This is an optimization exercise on Yosys and OpenROAD, whose aim is small area and a short achievable clock period, not a production implementation. In this exercise RTL edits were held to simulation tests only and were not proved equivalent to the original.

Setup of the reference run:
Design fadd16, start of the top module:
module fadd16 (
    input  wire         clk,
    input  wire         rst,
    input  wire         in_valid,
    input  wire [511:0] in_terms,     
    output reg          out_valid,
    output reg  [31:0]  out_sum
);
Size in the first run: ~6400 cells after synthesis, about 550 I/O pins.
Settings: LEC_CHECK=0, ABC_AREA=1, CAP_MARGIN=20, CORE_MARGIN=2, CORE_UTILIZATION=55, SLEW_MARGIN=20; clock period 70.0 ns.
standard.sh (not shown) runs the stock make flow with config.mk's settings and CLKGATE_MAP_FILE= SYNTH_SCRIPT=/design/flow/synth_recipe.tcl, a recipe that flattens the netlist after the stock synthesis.
==> flow/flow/run.sh <==
#!/bin/bash
# Own layout flow: the standard ORFS flow, with
#  - the synthesis script flow/my_synth.tcl (synth_recipe.tcl, optionally with
#    another ABC script, flow/abc.script if present), and without the
#    generic ABC pass inside Yosys's synth (SYNTH_ARGS=-noabc),
#  - sky130_fd_sc_hd__buf_1 as the port buffers,
#  - repair_timing aiming at a setup margin (the SDC is unchanged),
#  - a clock tree of clkbuf_16 with no dummy loads.
# Each tool's output goes to the ORFS logs under orfs/logs; make's own output
# to make.log here.
set -euo pipefail
W=$PWD
if [[ -f $W/flow/abc.script ]]; then export MY_ABC_SCRIPT=$W/flow/abc.script; fi
MARGIN=$(cat $W/flow/margin 2>/dev/null || echo 0)
make -C "$FLOW_HOME" DESIGN_CONFIG=$W/config.mk WORK_HOME=$W/orfs CLKGATE_MAP_FILE= \
    SYNTH_SCRIPT=$W/flow/my_synth.tcl SYNTH_ARGS=-noabc \
    BUFFER_PORTS_ARGS="-buffer_cell sky130_fd_sc_hd__buf_1" \
    SETUP_SLACK_MARGIN=$MARGIN \
    CTS_ARGS="-sink_clustering_enable -repair_clock_nets -dont_use_dummy_load -buf_list {sky130_fd_sc_hd__clkbuf_16} -sink_clustering_size 30 -sink_clustering_max_diameter 60" \
    finish > $W/make.log 2>&1
R=$W/orfs/results/$FLOW_PLATFORM/fadd16/base
: # left out here: write the final layout as DEF
==> flow/flow/abc.script <==
strash
dch
amap
==> flow/flow/margin <==
55
==> flow/flow/my_synth.tcl <==
proc synth {args} { yosys synth -nofsm -noshare {*}$args }
proc abc {args} {
  set i [lsearch -exact $args -script]
  if { $i >= 0 && [info exists ::env(MY_ABC_SCRIPT)] } {
    set args [lreplace $args [expr {$i + 1}] [expr {$i + 1}] $::env(MY_ABC_SCRIPT)]
  }
  puts "my abc: $args"
  yosys abc {*}$args
}
source $::env(SCRIPTS_DIR)/synth.tcl
# left out here: clear keep_hierarchy, flatten, clean up, hide names made inside functions, write 1_2_yosys.v
Modified inputs, the trial run compared to the reference run
diff --git a/flow/flow/run.sh b/flow/flow/run.sh
--- a/flow/flow/run.sh
+++ b/flow/flow/run.sh
@@ -8 +8 @@
-#  - a clock tree of clkbuf_16 with no dummy loads.
+#  - a clock tree of clkbuf_8/16 with no dummy loads.
@@ -19 +19 @@
-    CTS_ARGS="-sink_clustering_enable -repair_clock_nets -dont_use_dummy_load -buf_list {sky130_fd_sc_hd__clkbuf_16} -sink_clustering_size 30 -sink_clustering_max_diameter 60" \
+    CTS_ARGS="-sink_clustering_enable -repair_clock_nets -dont_use_dummy_load -buf_list {sky130_fd_sc_hd__clkbuf_8 sky130_fd_sc_hd__clkbuf_16} -sink_clustering_size 12 -sink_clustering_max_diameter 60" \
--- outcome ---
Each of the runs, namely the reference run and the trial run, reached the end of the flow and came out clean. The reference run → the trial run: setup slack higher; starting DRC count in detailed routing higher; clock transition at the register clock pins on the worst setup and hold paths after CTS lower. Diff the reference run -> the trial run: final core area utilization grew by 0.65 points; global-route usage over all layers grew by 0.36 points. Minimum period implied by the final worst setup slack, the reference run and the trial run, lower one = the trial run. Initial antenna violation count for the trial run: 2 up relative to the reference run. Between the trial run and the reference run, it is the trial run whose area added between synthesis and finish is higher, by 1.2 points. Max number of resized instances in the post-cts repair step across the reference run and the trial run: the reference run.

[port drivers added, routing unchanged]
Ports are ideal in the flow. The routed layouts listed here were re-timed in OpenROAD.
Step 1 assumes that a clkbuf_16 drives the clock port and a buf_2 every other input.
Step 2 adds t to the input delays and takes it off the output delays; t is the mean of the earliest and latest rising clock arrival at the registers after step 1. Input paths then give back, and output paths get back, about the clock's delay inside the block.
Slacks: ideal / step 1 / step 2; pairs: ideal / step 1.
run | t (ns) | setup slack, ns | latest minus earliest clock arrival (ns) | cell pins on the clock port's net
the reference run | 0.724 | 54.856 / 54.780 / 55.157 | 0.123 / 0.123 | 1
the trial run | 0.717 | 54.893 / 54.815 / 55.127 | 0.068 / 0.068 | 1
After both steps every run listed still meets setup and hold.
